This design comes from an exercise in tuning for small area, a short achievable clock period and few clock cycles per item on the open sky130 flow, not from production work.
In this exercise RTL edits were held to simulation tests only and were not proved equivalent to the original.

==> inputs of job 2478 <==
## rs_kernel
module rs_kernel (
    input  wire        clk,
    input  wire        rst,         
    input  wire        in_valid,
    output wire        in_ready,
    input  wire [31:0] in_x,        
    input  wire [17:0] in_ca,       
    input  wire [17:0] in_cb,       
    input  wire [3:0]  in_q,        
    input  wire        in_last,     
    input  wire        in_mode,     
    input  wire [15:0] in_lam,      
    output wire        out_valid,
    input  wire        out_ready,
    output reg  [31:0] out_val,
    output reg  [3:0]  out_q,
    output reg         out_sat
);
    function [1:0] vrank(input [1:0] v);
        case (v)
            2'b00:   vrank = 2'd0;
            2'b11:   vrank = 2'd1;
            default: vrank = 2'd2;    
        endcase
    endfunction
    function [1:0] venc(input [1:0] rank);
        case (rank)
            2'd0:    venc = 2'b00;
            2'd1:    venc = 2'b11;
            default: venc = 2'b01;
        endcase
    endfunction
    function [1:0] vmax(input [1:0] x, input [1:0] y);
        vmax = (x > y) ? x : y;
    endfunction
    function [26:0] benc(input [17:0] y);
        integer j;
        reg ym1, y0, y1;
        begin
            for (j = 0; j < 9; j = j + 1) begin
                ym1 = (j == 0) ? 1'b0 : y[2*j-1];
                y0  = y[2*j];
                y1  = y[2*j+1];
                benc[j]      = y0 ^ ym1;
                benc[9 + j]  = (y1 & ~y0 & ~ym1) | (~y1 & y0 & ym1);
                benc[18 + j] = y1;
            end
        end
    endfunction
    reg        rdy;             
    reg        ov;              
    reg        c1, c2;          
    reg        p1, p2, p3;      
    reg        fw;              
    wire tap_hs   = in_valid & rdy;
    wire last_hs  = tap_hs & in_last;
    wire ilast_hs = last_hs & ~in_mode;
    wire out_hs   = ov & out_ready;
    wire c1_n     = c2 | (c1 & ~out_hs) | last_hs;
    wire c2_n     = (c2 & ~(out_hs & ~last_hs)) | (c1 & last_hs & ~out_hs);
    wire fload    = (p3 | fw) & ~c2;
  ...
==> flow/config.mk <==
export PLATFORM = sky130hd
export DESIGN_NAME = rs_kernel
export DESIGN_NICKNAME = rs_kernel
export VERILOG_FILES = /design/flow/design.v
export SDC_FILE = /design/flow/constraint.sdc
export NUM_CORES = 4
export LEC_CHECK = 0
export ABC_AREA = 1
export CAP_MARGIN = 20
export CORE_MARGIN = 2
export CORE_UTILIZATION = 40
export SLEW_MARGIN = 20
==> flow/constraint.sdc <==
create_clock -name core_clock -period 14.0 [get_ports {clk}]
set_input_delay 2.8000 -clock core_clock [delete_from_list [all_inputs] [get_ports {clk}]]
set_output_delay 2.8000 -clock core_clock [all_outputs]
set_load 0.01 [all_outputs]
standard.sh (not shown) runs the stock make flow with config.mk's settings and CLKGATE_MAP_FILE= SYNTH_SCRIPT=/design/flow/synth_recipe.tcl, a recipe that flattens the netlist after the stock synthesis.
==> flow/flow/run.sh <==
#!/bin/bash
set -euo pipefail
cd "$(dirname "$0")/.."
bash standard.sh SETUP_SLACK_MARGIN=10 finish > standard_make.log 2>&1
==> job 4931: changes against job 2478 <==
--- a/flow/design.v
+++ b/flow/design.v
@@ -63,20 +63,24 @@
     assign in_ready  = rdy;
     assign out_valid = ov;
     reg  [31:0] x0;
     reg  [26:0] da0, db0;       
     reg  [3:0]  q0;
     reg         v0, l0, m0, f0;
     reg  [15:0] lam_r;
     reg  [49:0] acc_a, acc_b;   
-    wire ovf_a = ~((acc_a[49] == acc_a[48]) & (acc_a[48] == acc_a[47]));
-    wire ovf_b = ~((acc_b[49] == acc_b[48]) & (acc_b[48] == acc_b[47]));
-    wire [49:0] val_a = ovf_a ? {{3{acc_a[49]}}, {47{~acc_a[49]}}} : acc_a;
-    wire [49:0] val_b = ovf_b ? {{3{acc_b[49]}}, {47{~acc_b[49]}}} : acc_b;
+    wire op_a = ~acc_a[49] & (acc_a[48] | acc_a[47]);
+    wire on_a =  acc_a[49] & ~(acc_a[48] & acc_a[47]);
+    wire op_b = ~acc_b[49] & (acc_b[48] | acc_b[47]);
+    wire on_b =  acc_b[49] & ~(acc_b[48] & acc_b[47]);
+    wire ovf_a = op_a | on_a;
+    wire ovf_b = op_b | on_b;
+    wire [49:0] val_a = {(acc_a[49:47] & ~{3{op_a}}) | {3{on_a}}, (acc_a[46:0] | {47{op_a}}) & ~{47{on_a}}};
+    wire [49:0] val_b = {(acc_b[49:47] & ~{3{op_b}}) | {3{on_b}}, (acc_b[46:0] | {47{op_b}}) & ~{47{on_b}}};
     wire [48:0] diff  = val_b[48:0] - val_a[48:0];
     wire [17:0] ya = fload ? {1'b0, lam_r, 1'b0} : tap_hs ? in_ca : 18'd0;
     wire [17:0] yb = fload ? {1'b0, diff[16:0]}  : tap_hs ? in_cb : 18'd0;
     always @(posedge clk) begin
         x0  <= fload ? diff[48:17] : in_x;
         da0 <= benc(ya);
         db0 <= benc(yb);
         q0  <= in_q;
@@ -88,33 +92,35 @@
     end
     wire [31:0] xb0 = f0 ? {16'd0, lam_r} : x0;
     wire [49:0] sa_w, ca_w, sb_w, cb_w;
     rs_bmul mul_a (.one(da0[8:0]), .two(da0[17:9]), .neg(da0[26:18]), .x(x0),  .s(sa_w), .c(ca_w));
     rs_bmul mul_b (.one(db0[8:0]), .two(db0[17:9]), .neg(db0[26:18]), .x(xb0), .s(sb_w), .c(cb_w));
     reg  [49:0] sa1, ca1, sb1, cb1;
     reg  [3:0]  q1;
     reg         v1, l1, m1, f1, first1;
+    reg         zb1;             
     reg         nj0;             
     always @(posedge clk) begin
         sa1 <= sa_w; ca1 <= ca_w; sb1 <= sb_w; cb1 <= cb_w;
         q1 <= q0; l1 <= l0; m1 <= m0;
         v1 <= v0 & ~rst;
         f1 <= f0 & ~rst;
         first1 <= v0 & nj0;
+        zb1    <= (v0 & nj0) | (f0 & ~rst);
         if (rst)     nj0 <= 1'b1;
         else if (v0) nj0 <= l0;
     end
     reg        hit_a, hit_b;     
     reg        vd, fd;           
     reg [1:0]  vr;
     reg        tst, prd, mode;
     reg        rp;               
-    wire [49:0] ina  = first1 ? 50'd0 : val_a;
-    wire [49:0] inb  = (first1 | f1) ? 50'd0 : val_b;
+    wire [49:0] ina  = val_a & ~{50{first1}};
+    wire [49:0] inb  = val_b & ~{50{zb1}};
     wire [49:0] ta   = ina ^ sa1 ^ ca1;
     wire [49:0] ka   = (ina & sa1) | (ina & ca1) | (sa1 & ca1);
     wire [49:0] tb   = inb ^ sb1 ^ cb1;
     wire [49:0] kb   = (inb & sb1) | (inb & cb1) | (sb1 & cb1);
     wire [49:0] suma = ta + {ka[48:0], 1'b0};
     wire [49:0] sumb = tb + {kb[48:0], 1'b0};
     wire hit_a_job = (hit_a & ~fd) | (vd & ovf_a);
     wire hit_b_job = (hit_b & ~fd) | (vd & ovf_b);
==> flow/run.sh (new file) <==
#!/bin/bash
# synth_recipe.tcl (not shown) runs the flow's synth.tcl, then flattens the netlist and writes it again
# the make line also repeats each setting of config.mk as NAME=value (left out here)
make -C /OpenROAD-flow-scripts/flow DESIGN_CONFIG=/design/flow/config.mk WORK_HOME=/design/flow/orfs CLKGATE_MAP_FILE= SYNTH_SCRIPT=/design/flow/synth_recipe.tcl finish
--- a/flow/config.mk
+++ b/flow/config.mk
@@ -4,9 +4,12 @@
 export VERILOG_FILES = /design/flow/design.v
 export SDC_FILE = /design/flow/constraint.sdc
 export NUM_CORES = 4
 export LEC_CHECK = 0
 export ABC_AREA = 1
 export CAP_MARGIN = 20
 export CORE_MARGIN = 2
 export CORE_UTILIZATION = 40
+export CTS_CLUSTER_DIAMETER = 120
+export CTS_CLUSTER_SIZE = 20
+export SETUP_SLACK_MARGIN = 5
 export SLEW_MARGIN = 20
removed: flow/flow/run.sh
removed: flow/standard.sh
==> job 1825: changes against job 2478 <==
--- a/flow/design.v
+++ b/flow/design.v
@@ -63,20 +63,24 @@
     assign in_ready  = rdy;
     assign out_valid = ov;
     reg  [31:0] x0;
     reg  [26:0] da0, db0;       
     reg  [3:0]  q0;
     reg         v0, l0, m0, f0;
     reg  [15:0] lam_r;
     reg  [49:0] acc_a, acc_b;   
-    wire ovf_a = ~((acc_a[49] == acc_a[48]) & (acc_a[48] == acc_a[47]));
-    wire ovf_b = ~((acc_b[49] == acc_b[48]) & (acc_b[48] == acc_b[47]));
-    wire [49:0] val_a = ovf_a ? {{3{acc_a[49]}}, {47{~acc_a[49]}}} : acc_a;
-    wire [49:0] val_b = ovf_b ? {{3{acc_b[49]}}, {47{~acc_b[49]}}} : acc_b;
+    wire op_a = ~acc_a[49] & (acc_a[48] | acc_a[47]);
+    wire on_a =  acc_a[49] & ~(acc_a[48] & acc_a[47]);
+    wire op_b = ~acc_b[49] & (acc_b[48] | acc_b[47]);
+    wire on_b =  acc_b[49] & ~(acc_b[48] & acc_b[47]);
+    wire ovf_a = op_a | on_a;
+    wire ovf_b = op_b | on_b;
+    wire [49:0] val_a = {(acc_a[49:47] & ~{3{op_a}}) | {3{on_a}}, (acc_a[46:0] | {47{op_a}}) & ~{47{on_a}}};
+    wire [49:0] val_b = {(acc_b[49:47] & ~{3{op_b}}) | {3{on_b}}, (acc_b[46:0] | {47{op_b}}) & ~{47{on_b}}};
     wire [48:0] diff  = val_b[48:0] - val_a[48:0];
     wire [17:0] ya = fload ? {1'b0, lam_r, 1'b0} : tap_hs ? in_ca : 18'd0;
     wire [17:0] yb = fload ? {1'b0, diff[16:0]}  : tap_hs ? in_cb : 18'd0;
     always @(posedge clk) begin
         x0  <= fload ? diff[48:17] : in_x;
         da0 <= benc(ya);
         db0 <= benc(yb);
         q0  <= in_q;
@@ -88,33 +92,35 @@
     end
     wire [31:0] xb0 = f0 ? {16'd0, lam_r} : x0;
     wire [49:0] sa_w, ca_w, sb_w, cb_w;
     rs_bmul mul_a (.one(da0[8:0]), .two(da0[17:9]), .neg(da0[26:18]), .x(x0),  .s(sa_w), .c(ca_w));
     rs_bmul mul_b (.one(db0[8:0]), .two(db0[17:9]), .neg(db0[26:18]), .x(xb0), .s(sb_w), .c(cb_w));
     reg  [49:0] sa1, ca1, sb1, cb1;
     reg  [3:0]  q1;
     reg         v1, l1, m1, f1, first1;
+    reg         zb1;             
     reg         nj0;             
     always @(posedge clk) begin
         sa1 <= sa_w; ca1 <= ca_w; sb1 <= sb_w; cb1 <= cb_w;
         q1 <= q0; l1 <= l0; m1 <= m0;
         v1 <= v0 & ~rst;
         f1 <= f0 & ~rst;
         first1 <= v0 & nj0;
+        zb1    <= (v0 & nj0) | (f0 & ~rst);
         if (rst)     nj0 <= 1'b1;
         else if (v0) nj0 <= l0;
     end
     reg        hit_a, hit_b;     
     reg        vd, fd;           
     reg [1:0]  vr;
     reg        tst, prd, mode;
     reg        rp;               
-    wire [49:0] ina  = first1 ? 50'd0 : val_a;
-    wire [49:0] inb  = (first1 | f1) ? 50'd0 : val_b;
+    wire [49:0] ina  = val_a & ~{50{first1}};
+    wire [49:0] inb  = val_b & ~{50{zb1}};
     wire [49:0] ta   = ina ^ sa1 ^ ca1;
     wire [49:0] ka   = (ina & sa1) | (ina & ca1) | (sa1 & ca1);
     wire [49:0] tb   = inb ^ sb1 ^ cb1;
     wire [49:0] kb   = (inb & sb1) | (inb & cb1) | (sb1 & cb1);
     wire [49:0] suma = ta + {ka[48:0], 1'b0};
     wire [49:0] sumb = tb + {kb[48:0], 1'b0};
     wire hit_a_job = (hit_a & ~fd) | (vd & ovf_a);
     wire hit_b_job = (hit_b & ~fd) | (vd & ovf_b);
--- a/flow/config.mk
+++ b/flow/config.mk
@@ -4,9 +4,11 @@
 export VERILOG_FILES = /design/flow/design.v
 export SDC_FILE = /design/flow/constraint.sdc
 export NUM_CORES = 4
 export LEC_CHECK = 0
 export ABC_AREA = 1
 export CAP_MARGIN = 20
 export CORE_MARGIN = 2
 export CORE_UTILIZATION = 40
+export CTS_CLUSTER_DIAMETER = 120
+export CTS_CLUSTER_SIZE = 20
 export SLEW_MARGIN = 20
==> job 5071: changes against job 2478 <==
--- a/flow/design.v
+++ b/flow/design.v
@@ -63,18 +63,17 @@
     assign in_ready  = rdy;
     assign out_valid = ov;
     reg  [31:0] x0;
     reg  [26:0] da0, db0;       
     reg  [3:0]  q0;
     reg         v0, l0, m0, f0;
     reg  [15:0] lam_r;
     reg  [49:0] acc_a, acc_b;   
-    wire ovf_a = ~((acc_a[49] == acc_a[48]) & (acc_a[48] == acc_a[47]));
-    wire ovf_b = ~((acc_b[49] == acc_b[48]) & (acc_b[48] == acc_b[47]));
+    reg         ovf_a, ovf_b;   
     wire [49:0] val_a = ovf_a ? {{3{acc_a[49]}}, {47{~acc_a[49]}}} : acc_a;
     wire [49:0] val_b = ovf_b ? {{3{acc_b[49]}}, {47{~acc_b[49]}}} : acc_b;
     wire [48:0] diff  = val_b[48:0] - val_a[48:0];
     wire [17:0] ya = fload ? {1'b0, lam_r, 1'b0} : tap_hs ? in_ca : 18'd0;
     wire [17:0] yb = fload ? {1'b0, diff[16:0]}  : tap_hs ? in_cb : 18'd0;
     always @(posedge clk) begin
         x0  <= fload ? diff[48:17] : in_x;
         da0 <= benc(ya);
@@ -98,72 +97,63 @@
         sa1 <= sa_w; ca1 <= ca_w; sb1 <= sb_w; cb1 <= cb_w;
         q1 <= q0; l1 <= l0; m1 <= m0;
         v1 <= v0 & ~rst;
         f1 <= f0 & ~rst;
         first1 <= v0 & nj0;
         if (rst)     nj0 <= 1'b1;
         else if (v0) nj0 <= l0;
     end
-    reg        hit_a, hit_b;     
-    reg        vd, fd;           
+    reg        hit_a, hit_b;
     reg [1:0]  vr;
     reg        tst, prd, mode;
     reg        rp;               
     wire [49:0] ina  = first1 ? 50'd0 : val_a;
     wire [49:0] inb  = (first1 | f1) ? 50'd0 : val_b;
-    wire [49:0] ta   = ina ^ sa1 ^ ca1;
-    wire [49:0] ka   = (ina & sa1) | (ina & ca1) | (sa1 & ca1);
-    wire [49:0] tb   = inb ^ sb1 ^ cb1;
-    wire [49:0] kb   = (inb & sb1) | (inb & cb1) | (sb1 & cb1);
-    wire [49:0] suma = ta + {ka[48:0], 1'b0};
-    wire [49:0] sumb = tb + {kb[48:0], 1'b0};
-    wire hit_a_job = (hit_a & ~fd) | (vd & ovf_a);
-    wire hit_b_job = (hit_b & ~fd) | (vd & ovf_b);
+    wire [49:0] suma = ina + sa1 + ca1;
+    wire [49:0] sumb = inb + sb1 + cb1;
+    wire novf_a = ~((suma[49] == suma[48]) & (suma[48] == suma[47]));
+    wire novf_b = ~((sumb[49] == sumb[48]) & (sumb[48] == sumb[47]));
     wire [1:0] qr = vrank(q1[1:0]);
     wire       wr;               
     always @(posedge clk) begin
         acc_a <= suma;
         acc_b <= sumb;
-        vd    <= v1 & ~rst;
-        fd    <= first1;
-        if (vd) begin
-            hit_a <= hit_a_job;
-            hit_b <= hit_b_job;
-        end
+        ovf_a <= novf_a;
+        ovf_b <= novf_b;
         if (v1) begin
+            hit_a <= (hit_a & ~first1) | novf_a;
+            hit_b <= (hit_b & ~first1) | novf_b;
             vr    <= first1 ? qr : vmax(vr, qr);
             tst   <= (tst & ~first1) | q1[2];
             prd   <= (prd & ~first1) | q1[3];
             if (l1) mode <= m1;
         end
         if (rst) rp <= 1'b0;
         else     rp <= (rp & ~wr) | (v1 & l1 & m1) | f1;
     end
     wire        rup16 = ~mode & acc_b[15] & ((|acc_b[14:0]) | acc_b[16]);
     wire [16:0] e_hi  = mode ? 17'd0 : acc_b[32:16];
-    wire [18:0] lox   = {1'b0, acc_a[16:0], 1'b1} + {1'b0, e_hi, rup16};
-    wire [17:0] lo    = lox[18:1];
+    wire [17:0] lo    = {1'b0, acc_a[16:0]} + {1'b0, e_hi} + {17'd0, rup16};
     wire        c17   = lo[17];
     wire        s17   = acc_a[17] ^ c17;
     wire        rnd   = lo[16] & ((|lo[15:0]) | s17);
     wire [32:0] a0    = acc_a[49:17];
     wire [32:0] a1    = a0 + 33'd1;
     wire [32:0] a2    = a0 + 33'd2;
     wire [32:0] shi   = c17 ? a1 : a0;
     wire        ovf_s = ~((shi[32] == shi[31]) & (shi[31] == shi[30]));
     wire [32:0] qv    = (c17 & rnd) ? a2 : (c17 | rnd) ? a1 : a0;
     wire [31:0] orr   = ovf_s ? {shi[32], 1'b1, 30'd0} : qv[31:0];
-    wire        fin_hit = hit_a_job | (~mode & (hit_b_job | ovf_s));
+    wire        fin_hit = hit_a | (~mode & (hit_b | ovf_s));
     wire [1:0]  fin_vr  = fin_hit ? vmax(vr, 2'd1) : vr;
-    wire        zero    = ~mode & (vr == 2'd2);
     assign wr = rp & ~ov;
     always @(posedge clk) begin
         if (wr) begin
-            out_val <= zero ? 32'd0 : orr;
+            out_val <= (~mode && fin_vr == 2'd2) ? 32'd0 : orr;
             out_q   <= {prd, tst, venc(fin_vr)};
             out_sat <= fin_hit;
         end
         if (rst) begin
             rdy <= 1'b1;
             ov  <= 1'b0;
             c1  <= 1'b0;
             c2  <= 1'b0;
==> flow/config.mk (replaced) <==
export PLATFORM = sky130hd
export DESIGN_NAME = rs_kernel
export DESIGN_NICKNAME = rs_kernel
export VERILOG_FILES = /design/flow/design.v
export SDC_FILE = /design/flow/constraint.sdc
export NUM_CORES = 4
export LEC_CHECK = 0
export ABC_CLOCK_PERIOD_IN_PS = 3500
export CAP_MARGIN = 20
export CORE_MARGIN = 2
export CORE_UTILIZATION = 40
export SLEW_MARGIN = 20
==> qor summary <==
	job 5071	job 1825	job 4931	job 2478
Number of multi-input combinational cells in the layout	3639	4174	4173	4119
Total nets after synthesis	5891	6818	6818	6599
# resized after CTS	541	324	0	506
Standard cell with the maximum stage delay on the critical path	or3_4	dfxtp_2	dfxtp_1	dfxtp_2
Final cell area excluding filler cells	55400 sq um	53600 sq um	52100 sq um	56100 sq um
Outcome	no timing/DRC/antenna violations	no timing/DRC/antenna violations	no timing/DRC/antenna violations	no timing/DRC/antenna violations
CP endpoint kind	flop	primary output	flop	primary output
Path length in cells of the critical path	19	2	11	2
Adder-cell share of the synthesized area	28.9%	27.8%	27.8%	28.4%
Max-Slew Margin vs Limit	25.5%	31.0%	29.9%	13.2%
Die Wd	346 um	352 um	352 um	348 um
Largest fanout on the critical path	4	2	31	2
Fraction of standard cell area that is sequential	18.2%	18.8%	19.2%	17.9%
Share of cells above drive strength 1	16.9%	9.13%	3.98%	14.8%
Detail-routed net length per standard cell	25.9 um	24.9 um	24.6 um	26.1 um
DRC violation total after the first TritonRoute iteration	4093	4913	5001	4690
Vias after detailed routing	39259	42788	42355	43548
Met2 routed WL	73.2 mm	78.5 mm	76.5 mm	83.6 mm
Gate count of the mapped netlist	5031	5958	5958	5738
Count of clock buffers in the final design	72	38	38	84
Inverter count of the layout excluding clock inverters	532	1013	1010	859
Total Die Area	119000 sq um	124000 sq um	124000 sq um	121000 sq um
Testbench counts of job 2478, summed over its fixed seeds: cycles 63,342, items 2,400.
Testbench counts of job 4931, summed over its fixed seeds: cycles 63,342, items 2,400.
Testbench counts of job 1825, summed over its fixed seeds: cycles 63,342, items 2,400.
Testbench counts of job 5071, summed over its fixed seeds: cycles 63,342, items 2,400.

what the ideal ports hide:
In the flow no input, the clock included, has a driving cell. The finished layouts below were timed again as built, in two steps.
Step 1, drivers: a clkbuf_16 drives clk and a buf_2 each remaining input, both assumed.
Step 2, shift: input delay + t, output delay - t, t = (earliest + latest rising clock arrival at the registers) / 2. This alone moves slack from input paths to output paths.
Slacks: no drivers / after step 1 / after step 2; pairs: no drivers / after step 1.
run | t, ns | setup slack, ns | worst register clock-pin slew, ns | worst data-port slew with drivers (ns) | cell pins on the clock port's net
job 2478 | 0.743 | 9.975 / 9.893 / 9.631 | 0.07 / 0.07 | 0.14 | 1
job 4931 | 0.722 | 8.785 / 8.785 / 8.785 | 0.10 / 0.10 | 0.05 | 1
job 1825 | 0.726 | 9.922 / 9.849 / 9.360 | 0.10 / 0.10 | 0.05 | 1
job 5071 | 0.718 | 9.283 / 9.283 / 9.283 | 0.07 / 0.07 | 0.06 | 1
After both steps every run listed still meets setup and hold. The setup slack of job 1825, which loses most, moves by -0.073 ns with the drivers and by -0.562 ns with both steps.
